What follows belongs to an exercise in optimizing a design on an open flow for small area, a short achievable clock period and few clock cycles per item; a production flow would make more cautious choices.
Only the layout flow was run in this run; the RTL was not checked for function there.
Power figures rest on the tool's default switching activity, not on a simulated workload.

**design.v**
```verilog
module jx_brake (
    input  wire        clk,
    input  wire        rst_n,         
    input  wire        show_load,     
    input  wire        start,         
    input  wire [63:0] acc,           
    input  wire        fallback,      
    input  wire        cfg_enable,    
    input  wire [15:0] cfg_release,   
    input  wire [31:0] cfg_budget,    
    input  wire [31:0] cfg_static,    
    input  wire [31:0] cfg_trim,      
    input  wire [5:0]  cfg_e,         
    output wire        ready,
    output reg         done,
    output reg  [16:0] factor,        
    output reg  [16:0] target,        
    output reg  [63:0] pred,          
    output reg  [63:0] acc_used,      
    output reg         evt_engage,
    output reg         evt_released,
    output reg         evt_fallback,
    output reg         evt_black
);
    localparam [16:0] ONE = 17'd65536;
    reg        busy;
    reg        ph_m1, ph_m2, ph_sh, ph_dec, ph_div;
    reg [2:0]  dcnt;
    assign ready = !busy;
    reg [63:0] acc_r;
    reg        fb_r;
    reg        en_r;
    reg [15:0] rel_r;
    reg [31:0] static_r;
    reg [32:0] h_r;         
    reg [31:0] trim_r;
    reg [5:0]  e_r;
    wire [63:0] a_sel = (fb_r && acc_used > acc_r) ? acc_used : acc_r;
    localparam integer W  = 96;
    localparam integer NR = 18;
    reg  [W-1:0] cs_s, cs_c;
    wire [15:0] gsl = ph_m2 ? trim_r[31:16] : trim_r[15:0];
    function integer nrows(input integer lvl);
        integer n, i;
        begin
            n = NR;
            for (i = 0; i < lvl; i = i + 1)
                n = (n / 3) * 2 + (n % 3);
            nrows = n;
        end
    endfunction
    localparam integer NL = 6;    
    wire [W*NR-1:0] lv [0:NL];
    genvar gj, gl, gg;
    generate
        for (gj = 0; gj < 16; gj = gj + 1) begin : g_pp
            wire [63:0] pp = a_sel & {64{gsl[gj]}};
            assign lv[0][gj*W +: W] = {{(W-80){1'b0}}, pp, 16'd0} << gj;
        end
        assign lv[0][16*W +: W] = ph_m2 ? {16'd0, cs_s[W-1:16]} : {W{1'b0}};
        assign lv[0][17*W +: W] = ph_m2 ? {16'd0, cs_c[W-1:16]} : {W{1'b0}};
        for (gl = 0; gl < NL; gl = gl + 1) begin : g_lvl
            localparam integer N  = nrows(gl);
            localparam integer NG = N / 3;
            localparam integer NN = nrows(gl + 1);
            for (gg = 0; gg < NG; gg = gg + 1) begin : g_csa
                wire [W-1:0] x = lv[gl][(3*gg)*W +: W];
                wire [W-1:0] y = lv[gl][(3*gg+1)*W +: W];
                wire [W-1:0] z = lv[gl][(3*gg+2)*W +: W];
                assign lv[gl+1][(2*gg)*W +: W]   = x ^ y ^ z;
                assign lv[gl+1][(2*gg+1)*W +: W] = {((x & y) | (x & z) | (y & z)), 1'b0};
            end
            for (gg = 3*NG; gg < N; gg = gg + 1) begin : g_pass
                assign lv[gl+1][(gg - NG)*W +: W] = lv[gl][gg*W +: W];
            end
            if (NN < NR) begin : g_pad
                assign lv[gl+1][W*NR-1:W*NN] = {(W*(NR-NN)){1'b0}};
            end
        end
    endgenerate
    wire [W-1:0] t_s = lv[NL][0 +: W];
    wire [W-1:0] t_c = lv[NL][W +: W];
    wire [W-1:0] prod   = cs_s + cs_c;
    wire [71:0]  prod_h = prod[W-1:24];
    wire [71:0]  d_w    = prod_h >> e_r;
    reg  [71:0]  d_r;
    wire [72:0] p_sum = {1'b0, d_r} + {41'd0, static_r};
    wire [63:0] p_w   = (p_sum[72:64] != 9'd0) ? 64'hFFFF_FFFF_FFFF_FFFF : p_sum[63:0];
    wire        h_neg  = h_r[32];
    wire        h_le0  = h_neg || (h_r[31:0] == 32'd0);
    wire        d_zero = (d_r == 72'd0);
    wire        d_le_h = !h_neg && (d_r[71:32] == 40'd0) && (d_r[31:0] <= h_r[31:0]);
    wire        nobrake = !en_r || d_zero || d_le_h;
    wire        black   = !nobrake && h_le0;
    wire        divide  = !nobrake && !h_le0;
    wire [17:0] rise  = {1'b0, factor} + {2'b00, rel_r};
    wire [16:0] lim   = (rise > {1'b0, ONE}) ? ONE : rise[16:0];
    wire [47:0] dv = (d_r[71:48] != 24'd0) ? {48{1'b1}} : d_r[47:0];
    reg  [47:0] rem;
    reg  [15:0] quo;
    reg         q_gt;           
    reg         q_lt;           
    wire [47:0] r0 = ph_dec ? {16'd0, h_r[31:0]} : rem;
    wire [48:0] s1 = {r0, 1'b0};
    wire [49:0] t1 = {1'b0, s1} - {2'b00, dv};
    wire        b1 = !t1[49];
    wire [47:0] r1 = b1 ? t1[47:0] : s1[47:0];
    wire [48:0] s2 = {r1, 1'b0};
    wire [49:0] t2 = {1'b0, s2} - {2'b00, dv};
    wire        b2 = !t2[49];
    wire [47:0] r2 = b2 ? t2[47:0] : s2[47:0];
    wire [3:0]  qpos = ph_dec ? 4'd15 : {dcnt, 1'b0} - 4'd1;
    wire        l1   = lim[qpos];
    wire        l2   = lim[qpos - 4'd1];
    wire        gt0  = ph_dec ? 1'b0 : q_gt;
    wire        lt0  = ph_dec ? lim[16] : q_lt;
    wire        gt1  = gt0 || (!lt0 && b1 && !l1);
    wire        lt1  = lt0 || (!gt0 && !b1 && l1);
    wire        gt2  = gt1 || (!lt1 && b2 && !l2);
    wire        lt2  = lt1 || (!gt1 && !b2 && l2);
    wire [15:0] q_fin = {quo[13:0], b1, b2};
    always @(posedge clk) begin
        cs_s <= t_s;
        cs_c <= t_c;
        if (!rst_n || show_load) begin
            busy         <= 1'b0;
            ph_m1        <= 1'b0;
            ph_m2        <= 1'b0;
            ph_sh        <= 1'b0;
            ph_dec       <= 1'b0;
            ph_div       <= 1'b0;
            done         <= 1'b0;
            factor       <= ONE;
            target       <= ONE;
            pred         <= 64'd0;
            acc_used     <= 64'd0;
            evt_engage   <= 1'b0;
            evt_released <= 1'b0;
            evt_fallback <= 1'b0;
            evt_black    <= 1'b0;
        end else begin
            done   <= 1'b0;
            ph_m1  <= 1'b0;
            ph_m2  <= ph_m1;
            ph_sh  <= ph_m2;
            ph_dec <= ph_sh;
            if (!busy && start) begin
                acc_r    <= acc;
                fb_r     <= fallback;
                en_r     <= cfg_enable;
                rel_r    <= cfg_release;
                static_r <= cfg_static;
                h_r      <= {1'b0, cfg_budget} - {1'b0, cfg_static};
                trim_r   <= cfg_trim;
                e_r      <= cfg_e;
                busy     <= 1'b1;
                ph_m1    <= 1'b1;
            end
            if (ph_sh)
                d_r <= d_w;
            if (ph_dec || ph_div) begin
                rem  <= r2;
                quo  <= q_fin;
                q_gt <= gt2;
                q_lt <= lt2;
            end
            if (ph_dec) begin
                if (divide) begin
                    ph_div <= 1'b1;
                    dcnt   <= 3'd7;
                end else begin
                    factor       <= black ? 17'd0 : lim;
                    target       <= black ? 17'd0 : ONE;
                    pred         <= p_w;
                    acc_used     <= a_sel;
                    evt_engage   <= (black || lim != ONE) && (factor == ONE);
                    evt_released <= !black && (lim == ONE) && (factor != ONE);
                    evt_fallback <= fb_r;
                    evt_black    <= black;
                    done         <= 1'b1;
                    busy         <= 1'b0;
                end
            end
            if (ph_div) begin
                dcnt <= dcnt - 3'd1;
                if (dcnt == 3'd1) begin
                    factor       <= gt2 ? lim : {1'b0, q_fin};
                    target       <= {1'b0, q_fin};
                    pred         <= p_w;
                    acc_used     <= a_sel;
                    evt_engage   <= (factor == ONE);
                    evt_released <= 1'b0;
                    evt_fallback <= fb_r;
                    evt_black    <= 1'b0;
                    done         <= 1'b1;
                    busy         <= 1'b0;
                    ph_div       <= 1'b0;
                end
            end
        end
    end
endmodule
```
**run.sh**
```bash
#!/bin/bash
# synth_recipe.tcl (not shown) runs the flow's synth.tcl, then flattens the netlist and writes it again
# the make line also repeats each setting of config.mk as NAME=value (left out here)
make -C /OpenROAD-flow-scripts/flow DESIGN_CONFIG=/design/flow/config.mk WORK_HOME=/design/flow/orfs CLKGATE_MAP_FILE= SYNTH_SCRIPT=/design/flow/synth_recipe.tcl finish
```
**config.mk**
```make
export PLATFORM = sky130hd
export DESIGN_NAME = jx_brake
export DESIGN_NICKNAME = jx_brake
export VERILOG_FILES = /design/flow/design.v
export SDC_FILE = /design/flow/constraint.sdc
export NUM_CORES = 4
export LEC_CHECK = 0
export ABC_CLOCK_PERIOD_IN_PS = 4000
export CAP_MARGIN = 20
export CORE_MARGIN = 2
export CORE_UTILIZATION = 40
export PLACE_DENSITY = 0.6
export SLEW_MARGIN = 20
```
**constraint.sdc**
```tcl
create_clock -name core_clock -period 15.0 [get_ports {clk}]
set_input_delay 3.0000 -clock core_clock [delete_from_list [all_inputs] [get_ports {clk}]]
set_output_delay 3.0000 -clock core_clock [all_outputs]
set_load 0.01 [all_outputs]
```
==> flow_summary.json <==
{
  "status": "timing/DRC/antenna clean",
  "yosysWarningCount": 1,
  "max-clock-path-buffers": 3,
  "synth.largest_area_cell": "fa_1",
  "synth_top_family_by_area": "adder cells",
  "layout-drive-gt1-share_pct": 5.90,
  "crit_slowest_cell": "a2111oi_0",
  "ctsHoldBuffers": 0,
  "r2r_slack_ns": 4.65,
  "syn_nets": 9917,
  "slowest_delay_ns": 0.63,
  "tritoncts": "done",
  "synth.cell_area_sq_um": 75400,
  "dpl_worst_slack_ns": 4.79,
  "critPathKind": "flip-flop to flip-flop",
  "syn_inst": 8231,
  "rsz0062_at_grt": "no",
  "async_flop_share_pct": 0,
  "hold_depth": 1,
  "layout.nets": 10095,
  "start_util_pct": 40.2,
  "finalHoldViolCount": 0,
  "ir_drop_mv": 0.0964,
  "cts_root_buf": "clkbuf_16",
  "cp.required_ns": 15.66,
  "postPlaceCellArea_sq_um": 81500,
  "cts.sinks": 681,
  "synthTopCellsByArea": "fa_1 27%, edfxtp_1 13%, dfxtp_1 9.5%, ha_1 8.3%, inv_1 5.8%",
  "cts_max_level": 3,
  "place_inst": 10812,
  "maxCapViolCount": 0,
  "slew_headroom_pct": 17.1,
  "post_drt_wl_per_cell_microns": 23.4,
  "yosysUniqueCellTypes": 107,
  "stdcell_area_sq_um": 84700,
  "antenna_left": 0,
  "grt_usage_pct": 26.6,
  "synthAdderAreaFrac_pct": 34.9,
  "synth_simple_gate_area_share_pct": 14.9,
  "clk_latency_ns": 0.76,
  "hold_path_end": "busy",
  "initialDrtViolationCount": 4329,
  "netlist.area_leader.share_pct": 26.5,
  "grt_pass1_wl_microns": 390000,
  "powerDensity_nw_per_um2": 122,
  "fin_skew_ns": 0.0360,
  "worst_pin_slew_ns": 1.21,
  "timing.final.ws_setup_ns": 4.65,
  "vias": 60893,
  "ys_ff_latch": 681,
  "postCtsSetupBuffers": 0,
  "ys.flop_type": "dfxtp_1",
  "path_max_fanout": 43,
  "syn_area_per_cell_sq_um": 9.16,
  "p_leak_nw": 37.2,
  "r2r_start": "d_r[55]",
  "setup_viol": 0,
  "routed_wl_microns": 256000,
  "antenna_found_initial": 10,
  "whs_ns": 0.456,
  "synth_xor_area_share_pct": 2.83,
  "drc_errors": 0,
  "endpoint_kind": "flip-flop",
  "cts_inserted_buffers": 89,
  "grt_overflow": 0,
  "final_cells": 10983,
  "drt_pass1_iterations": 6,
  "fin_setup_tns_ns": 0,
  "grt_max_degree": 88,
  "ys_seq_area_share_pct": 22.4,
  "core_area_sq_um": 188000,
  "start_kind": "flip-flop",
  "crit_arrival_ns": 11.01,
  "clk_pin_slew_ns": 0.06,
  "timing.rr.end": "factor[16]",
  "syn2layout_area_growth_pct": 12.3,
  "final.fill_count": 18052,
  "pin_count": 356,
  "max_freq_mhz": 96.6,
  "r2r_cells": 30,
  "synth-edff-count": 324,
  "port_buffers": 355,
  "synth_compound_area_share_pct": 12.4,
  "drv_slew": 0,
  "holdCritPathClass": "flip-flop to flip-flop",
  "finalPower_mw": 10.3,
  "hold_start": "busy",
  "via_per_inst": 5.54,
  "fin_util_pct": 45.2,
  "cts_resized": 0,
  "fin_crit_ns": 10.35,
  "dieHeight_microns": 438,
  "dp_hpwl_microns": 203000,
  "die_x_microns": 438,
  "fin_crit_sh_pct": 69.0,
  "synthMuxAreaShare_pct": 5.04,
  "row_count": 159,
  "grt_pass1_vias": 63899,
  "place_congestion": 0.961,
  "die_area_sq_um": 192000
}
[cells in the final DEF, fill, tap and decap left out, drive strengths merged, types with 21 or more instances in the layout]
| cell | count |
|---|---|
| inv | 1177 |
| fa | 999 |
| nand2 | 904 |
| nor2 | 840 |
| ha | 499 |
| a21oi | 399 |
| o21ai | 390 |
| dfxtp | 357 |
| clkdlybuf4s50 | 355 |
| edfxtp | 324 |
| and2 | 194 |
| mux2i | 172 |
| xnor2 | 146 |
| a21o | 145 |
| mux2 | 143 |
| clkbuf | 111 |
| xor2 | 97 |
| nand3 | 93 |
| nand4 | 73 |
| nor3 | 70 |
| buf | 70 |
| nor2b | 69 |
| a211oi | 57 |
| nand2b | 54 |
| and3 | 48 |
| nor4 | 47 |
| o21a | 43 |
| o211ai | 39 |
| a31oi | 39 |
| o21bai | 31 |
| clkinv | 31 |
| or3 | 30 |
| o31ai | 28 |
| o22ai | 26 |
| a21boi | 26 |
| or2 | 25 |
| a22o | 21 |
[cell families after synthesis]
group,count (synthesis)
mux,334
simple gates,2506
fa+ha+maj,1504
buf+inv,1505
xor+xnor,243
compound gates,1458
flops,681
[sequential cells by signal (all words and copies together) (netlist names), 6 cells and up]
name      count
rel_r        16
target       17
factor       17
acc_r        64
h_r          33
trim_r       32
acc_used     64
quo          14
static_r     32
cs_c         92
e_r           6
pred         64
d_r          72
cs_s         92
rem          48
[worst max-delay path, delay by kind of cell, from the launching register on]
family                     cells  cell delay (ns)
AOI/OAI and AO/OA             11             3.43
adders and majority gates      2             0.63
buffers and inverters          4             1.65
DFF                            1             0.50
muxes                          1             0.42
and+or+nand+nor               12             3.59
[synth_stat cells (168+ instances only)]
cell type and n:
mux2i_1 168, fa_1 999, and2_1 194, ha_1 499, nor2_1 838, dfxtp_1 357, a21oi_1 399, o21ai_0 382
inv_1 1160, nand2_1 904, edfxtp_1 324, clkbuf_1 300
[how the worst max path moves through the flow]
stage,depth (start not counted),from,end
global route,30,d_r[53],factor[16]
global placement,30,d_r[66],factor[2]
floorplan,3,rst_n,acc_r[0]
CTS,30,d_r[55],factor[16]
detailed placement,30,d_r[55],factor[16]
finish,30,d_r[55],factor[16]
[where the power goes]
part / leakage [nW] / internal, mW / total [mW] / switching (mW)
combinational: 29.8 / 2.19 / 5.55 / 3.35
sequential: 5.89 / 2.23 / 2.49 / 0.262
clock: 1.54 / 1.35 / 2.30 / 0.957
[per-layer routing]
metal	wire, microns	vias up	global-route usage (%)	share of wire, %
met5	61	-	0	0.024
met4	14300	10	13.1	5.6
met3	16600	574	4.82	6.5
met2	122000	2244	44.8	47
met1	104000	30459	32.8	40
li1	-	27606	-	-
[layout make-up]
type	instances	area, sq um	share of cell area [%]
Timing Repair Buffer	426	4100	4.84
Clock inverter	57	676	0.797
Multi-Input combinational cell	6045	53100	62.7
Tap cell	2495	3120	3.68
Clock buffer	110	2480	2.93
Antenna cell	3	7.51	0.00886
Inverter	1166	4380	5.17
Sequential cell	681	16900	19.9

-- port drivers added, routing unchanged --
Ports are ideal in the flow. The routed layout listed here was re-timed in OpenROAD. Step 1 assumes that a clkbuf_16 drives the clock port and a buf_2 every other input. Step 2 also shifts input and output timing later by t, the mid clock arrival at the registers, as if the neighbouring blocks saw the same clock. a / b / c = no drivers / after step 1 / after step 2; a / b = the first two.
shift t [ns]: 0.822
setup WS [ns]: 4.649 / 4.649 / 4.649
worst setup path after step 2: register to register
After both steps this run still meets setup and hold. For this run, drivers alone change the setup slack by 0.000 ns; drivers and shift together by 0.000 ns.
